Background: an optimization exercise with open tools, aiming at small area, a short achievable clock period and few clock cycles. Do not read the settings as production practice.
Function was checked by simulation only, so behaviour that the tests miss may differ from the original.
Power is estimated from default activity; no workload was simulated.

==> flow/design.v <==
module rill_cost (
    input  wire        clk,
    input  wire        rst,         
    input  wire        in_valid,
    output wire        in_ready,
    input  wire [11:0] in_data,
    input  wire        in_lg,       
    input  wire        in_last,     
    output reg         grp_valid,
    output reg  [3:0]  grp_k0,
    output reg  [3:0]  grp_k1,
    output reg  [3:0]  grp_k2,
    output reg         res_valid,
    output reg  [1:0]  res_pred,
    output reg  [15:0] res_len
);
    assign in_ready = 1'b1;
    reg        r_rst;
    reg        r_v;
    reg        r_lg;
    reg        r_last;
    reg [11:0] r_x;
    always @(posedge clk) begin
        r_rst  <= rst;
        r_v    <= in_valid;
        r_lg   <= in_lg;
        r_last <= in_last;
        r_x    <= in_data;
    end
    wire v = r_v & ~r_rst;
    reg        in_blk;       
    reg        cur_lg;       
    reg        fresh;        
    reg [11:0] x0;           
    reg [11:0] xp1;          
    reg [11:0] xp2;          
    reg [3:0]  gc;           
    wire ns = v & (~in_blk | (r_lg != cur_lg));    
    wire vr = v & ~ns;                              
    wire [3:0] gc_base = fresh ? 4'd0 : gc;
    wire       gdone   = vr & ((gc_base == 4'd15) | r_last);
    wire [12:0] e0 = {1'b0, r_x} - {1'b0, x0};
    wire [12:0] e1 = {1'b0, r_x} - {1'b0, xp1};
    wire [13:0] e2 = {2'b0, r_x} + {2'b0, xp2} - {1'b0, xp1, 1'b0};
    wire [13:0] z0 = {1'b0, {e0[11:0], 1'b0} ^ {13{e0[12]}}};
    wire [13:0] z1 = {1'b0, {e1[11:0], 1'b0} ^ {13{e1[12]}}};
    wire [13:0] z2 = {e2[12:0], 1'b0} ^ {14{e2[13]}};
    function [4:0] code_bits(input [13:0] zz, input integer k);
        reg [13:0] q;
        begin
            q = zz >> k;
            if (q < 16) code_bits = q[4:0] + 5'd1 + k;
            else        code_bits = 5'd30;
        end
    endfunction
    wire [7:0] acc [0:41];
    genvar gp, gk;
    generate
        for (gp = 0; gp < 3; gp = gp + 1) begin : g_p
            wire [13:0] zp = (gp == 0) ? z0 : (gp == 1) ? z1 : z2;
            for (gk = 0; gk < 14; gk = gk + 1) begin : g_k
                if (gp < 2 && gk == 13) begin : g_fix
                    assign acc[gp*14+gk] = 8'd0;
                end else begin : g_acc
                    reg  [7:0] a;
                    wire [4:0] cb  = vr ? code_bits(zp, gk) : 5'd0;
                    wire [7:0] av = fresh ? 8'd0 : a;
                    wire [7:0] bv = {3'd0, cb};
                    wire [8:0] c;
                    wire [7:0] s;
                    assign c[0] = 1'b0;
                    genvar gb;
                    for (gb = 0; gb < 8; gb = gb + 1) begin : g_b
                        assign s[gb]   = av[gb] ^ bv[gb] ^ c[gb];
                        assign c[gb+1] = (av[gb] & bv[gb]) | (c[gb] & (av[gb] ^ bv[gb]));
                    end
                    if ((gp < 2 && gk >= 11) || gk == 13) begin : g_nosat
                        always @(posedge clk) a <= s;
                    end else begin : g_sat
                        always @(posedge clk) a <= s | {8{c[8]}};
                    end
                    assign acc[gp*14+gk] = a;
                end
            end
        end
    endgenerate
    reg cl;      
    reg res2;    
    reg ns2;     
    reg last2;   
    always @(posedge clk) begin
        if (r_rst) begin
            in_blk <= 1'b0;
            cur_lg <= 1'b0;
            fresh  <= 1'b1;
            gc     <= 4'd0;
            cl     <= 1'b0;
            res2   <= 1'b0;
            ns2    <= 1'b0;
            last2  <= 1'b0;
        end else begin
            cl    <= gdone | (ns & ~fresh);
            res2  <= vr;
            ns2   <= ns;
            last2 <= v & r_last;
            gc    <= gc_base + {3'd0, vr};
            if (ns)      fresh <= 1'b1;
            else if (vr) fresh <= gdone;
            if (v) begin
                in_blk <= ~r_last;
                cur_lg <= r_lg;
            end
        end
        if (v) begin
            xp1 <= r_x;
            xp2 <= ns ? r_x : xp1;
            if (ns) x0 <= r_x;
        end
    end
    function [21:0] argmin14(input [111:0] c, input [13:0] en);    
        reg [13:0] cand, b;
        reg [7:0]  mv;
        reg        any0;
        integer i, j;
        begin
            cand = en;
            for (j = 7; j >= 0; j = j - 1) begin
                for (i = 0; i < 14; i = i + 1) b[i] = c[i*8+j];
                any0  = |(cand & ~b);
                mv[j] = ~any0;
                cand  = cand & ~(b & {14{any0}});
            end
            argmin14 = {cand, mv};
        end
    endfunction
    function [3:0] first14(input [13:0] m);
        integer i;
        begin
            first14 = 4'd0;
            for (i = 13; i >= 0; i = i - 1)
                if (m[i]) first14 = i;
        end
    endfunction
    wire [111:0] cost0, cost1, cost2;
    generate
        for (gk = 0; gk < 13; gk = gk + 1) begin : g_cost
            assign cost0[gk*8 +: 8] = acc[gk];
            assign cost1[gk*8 +: 8] = acc[14+gk];
        end
        for (gk = 0; gk < 14; gk = gk + 1) begin : g_cost2
            assign cost2[gk*8 +: 8] = acc[28+gk];
        end
    endgenerate
    assign cost0[111:104] = 8'd0;
    assign cost1[111:104] = 8'd0;
    wire [21:0] am0 = argmin14(cost0, 14'h1fff);
    wire [21:0] am1 = argmin14(cost1, 14'h1fff);
    wire [21:0] am2 = argmin14(cost2, 14'h3fff);
    reg        res3;         
    reg        ns3;          
    reg        last3;        
    reg [7:0]  mv0, mv1, mv2;        
    reg [13:0] bm0, bm1, bm2;        
    always @(posedge clk) begin
        if (r_rst) begin
            res3      <= 1'b0;
            ns3       <= 1'b0;
            last3     <= 1'b0;
        end else begin
            res3      <= res2;
            ns3       <= ns2;
            last3     <= last2;
        end
        bm0 <= am0[21:8];
        bm1 <= am1[21:8];
        bm2 <= am2[21:8];
        mv0 <= (cl & ~r_rst) ? am0[7:0] : 8'd0;
        mv1 <= (cl & ~r_rst) ? am1[7:0] : 8'd0;
        mv2 <= (cl & ~r_rst) ? am2[7:0] : 8'd0;
    end
    wire       cl3 = |mv0;
    always @(posedge clk) begin
        grp_valid <= cl3 & ~r_rst;
        grp_k0 <= first14(bm0);
        grp_k1 <= first14(bm1);
        grp_k2 <= first14(bm2);
    end
    function [14:0] radd15(input [14:0] x, input [14:0] y);
        reg c;
        integer i;
        begin
            c = 1'b0;
            for (i = 0; i < 15; i = i + 1) begin
                radd15[i] = x[i] ^ y[i] ^ c;
                c = (x[i] & y[i]) | (c & (x[i] ^ y[i]));
            end
        end
    endfunction
    reg        start;        
    reg        fin;          
    reg [14:0] tot0, tot1, tot2;     
    reg [12:0] dq;           
    reg [7:0]  cq;           
    always @(posedge clk) begin
        if (r_rst) begin
            start <= 1'b1;
            fin   <= 1'b0;
        end else begin
            start <= last3;
            fin   <= last3;
        end
        tot0 <= radd15(start ? 15'd0 : tot0, {7'd0, mv0});
        tot1 <= radd15(start ? 15'd0 : tot1, {7'd0, mv1});
        tot2 <= radd15(start ? 15'd0 : tot2, {7'd0, mv2});
        dq   <= (start ? 13'd0 : dq) + (res3 ? 13'd3 : 13'd0) - (cl3 ? 13'd1 : 13'd0);
        cq   <= (start ? 8'd0 : cq) + (ns3 ? 8'd3 : 8'd0) + (cl3 ? 8'd1 : 8'd0);
    end
    wire [14:0] st = {dq, 2'b00};
    wire        s01 = tot1 < tot0;
    wire [14:0] m01 = s01 ? tot1 : tot0;
    wire        s23 = st < tot2;
    wire [14:0] m23 = s23 ? st : tot2;
    wire        sf  = m23 < m01;
    wire [14:0] mn  = sf ? m23 : m01;
    always @(posedge clk) begin
        res_valid <= fin & ~r_rst;
        res_pred <= sf ? {1'b1, s23} : {1'b0, s01};
        res_len  <= {1'b0, mn} + {6'd0, cq, 2'b00};
    end
endmodule
==> flow/config.mk <==
export PLATFORM = sky130hd
export DESIGN_NAME = rill_cost
export DESIGN_NICKNAME = rill_cost
export VERILOG_FILES = /design/flow/design.v
export SDC_FILE = /design/flow/constraint.sdc
export NUM_CORES = 4
export LEC_CHECK = 0
export ABC_AREA = 1
export CAP_MARGIN = 20
export CORE_MARGIN = 2
export CORE_UTILIZATION = 40
export CTS_CLUSTER_DIAMETER = 80
export CTS_CLUSTER_SIZE = 30
export SLEW_MARGIN = 20
==> flow/constraint.sdc <==
create_clock -name core_clock -period 42.0 [get_ports {clk}]
set_input_delay 8.4000 -clock core_clock [delete_from_list [all_inputs] [get_ports {clk}]]
set_output_delay 8.4000 -clock core_clock [all_outputs]
set_load 0.01 [all_outputs]
standard.sh (not shown) runs the stock make flow with config.mk's settings and CLKGATE_MAP_FILE= SYNTH_SCRIPT=/design/flow/synth_recipe.tcl, a recipe that flattens the netlist after the stock synthesis.
==> flow/flow/run.sh <==
#!/bin/bash
set -euo pipefail
HERE=$(pwd)
R=$HERE/orfs/results/sky130hd/rill_cost/base
ARGS=("BUFFER_PORTS_ARGS=-buffer_cell sky130_fd_sc_hd__buf_2"
      SETUP_SLACK_MARGIN=32.5 TNS_END_PERCENT=100)

bash standard.sh "${ARGS[@]}" synth > standard_synth.log 2>&1

cp "$R/1_2_yosys.v" "$HERE/standard_synth.v"
YOSYS=yosys
[[ -x "$FLOW_HOME/../tools/install/yosys/bin/yosys" ]] && YOSYS="$FLOW_HOME/../tools/install/yosys/bin/yosys"
DONT_USE=$(sed -n '/^export DONT_USE_CELLS/,/^$/p' "$FLOW_HOME/platforms/sky130hd/config.mk" | grep -o 'sky130_fd_sc_hd__[a-z0-9_]*' | tr '\n' ' ')
LIB_FILE="$FLOW_HOME/platforms/sky130hd/lib/sky130_fd_sc_hd__tt_025C_1v80.lib" \
STD_NETLIST="$HERE/standard_synth.v" OUT_NETLIST="$R/1_2_yosys.v" TOP="$FLOW_TOP" \
DONT_USE="$DONT_USE" ABC_D=6500 ABC_SCRIPT="$HERE/flow/remap.abc" \
    "$YOSYS" -c "$HERE/flow/remap.tcl" > remap.log 2>&1
rm -f "$R/1_synth.odb" "$R/1_synth.sdc"

bash standard.sh "${ARGS[@]}" finish > standard_finish.log 2>&1
Other scripts of this flow, unchanged in this note and not shown: flow/flow/remap.abc, flow/flow/remap.tcl
Testbench counts at the start, summed over its fixed seeds: cycles 81,576.
Then changed:
--- a/flow/design.v
+++ b/flow/design.v
@@ -76,8 +76,10 @@
                     end
                     if ((gp < 2 && gk >= 11) || gk == 13) begin : g_nosat
                         always @(posedge clk) a <= s;
-                    end else begin : g_sat
-                        always @(posedge clk) a <= s | {8{c[8]}};
+                    end else if (gp < 2) begin : g_sat01
+                        always @(posedge clk) a <= s | {{4{c[8]}}, 4'd0};
+                    end else begin : g_sat2
+                        always @(posedge clk) a <= s | {{4{c[8]}}, 3'd0, c[8]};
                     end
                     assign acc[gp*14+gk] = a;
                 end
@@ -160,7 +162,7 @@
     reg        ns3;          
     reg        last3;        
     reg [7:0]  mv0, mv1, mv2;        
-    reg [13:0] bm0, bm1, bm2;        
+    reg [3:0]  bk0, bk1, bk2;        
     always @(posedge clk) begin
         if (r_rst) begin
             res3      <= 1'b0;
@@ -171,9 +173,9 @@
             ns3       <= ns2;
             last3     <= last2;
         end
-        bm0 <= am0[21:8];
-        bm1 <= am1[21:8];
-        bm2 <= am2[21:8];
+        bk0 <= first14(am0[21:8]);
+        bk1 <= first14(am1[21:8]);
+        bk2 <= first14(am2[21:8]);
         mv0 <= (cl & ~r_rst) ? am0[7:0] : 8'd0;
         mv1 <= (cl & ~r_rst) ? am1[7:0] : 8'd0;
         mv2 <= (cl & ~r_rst) ? am2[7:0] : 8'd0;
@@ -181,9 +183,9 @@
     wire       cl3 = |mv0;
     always @(posedge clk) begin
         grp_valid <= cl3 & ~r_rst;
-        grp_k0 <= first14(bm0);
-        grp_k1 <= first14(bm1);
-        grp_k2 <= first14(bm2);
+        grp_k0 <= bk0;
+        grp_k1 <= bk1;
+        grp_k2 <= bk2;
     end
     function [14:0] radd15(input [14:0] x, input [14:0] y);
         reg c;
The changed run finished clean.
Global-route usage stays flat.
Sequential cell count shrinks by 28.
Combinational power shrinks by a quarter to a third.
Synthesized cell count shrinks by a few percent.
Cell count shrinks by a few percent.
Die area shrinks by a few percent.
Design area shrinks by a few percent.
Power shrinks by roughly a tenth.
Sequential power shrinks by a little under a tenth.
Testbench counts after the change, summed over its fixed seeds: cycles 81,576.

[separate check: timing with driven ports]
The results above use ideal ports. As a check the final layouts listed here were re-extracted and re-timed, cells and wires unchanged.
Step 1: set_driving_cell puts a clkbuf_16 on clk and a buf_2 on each other input, an assumption about the parent block.
Step 2, shift: input delay + t, output delay - t, t = (earliest + latest rising clock arrival at the registers) / 2. This alone moves slack from input paths to output paths.
a / b / c = ideal / step 1 / step 2; a / b = the first two.
run	t, ns	setup WS [ns]	hold slack, ns
the first run	0.645	32.565 / 32.499 / 33.144	0.442 / 0.442 / 0.442
the second run	0.652	32.533 / 32.466 / 32.963	0.332 / 0.332 / 0.332
After both steps every run listed still meets setup and hold.
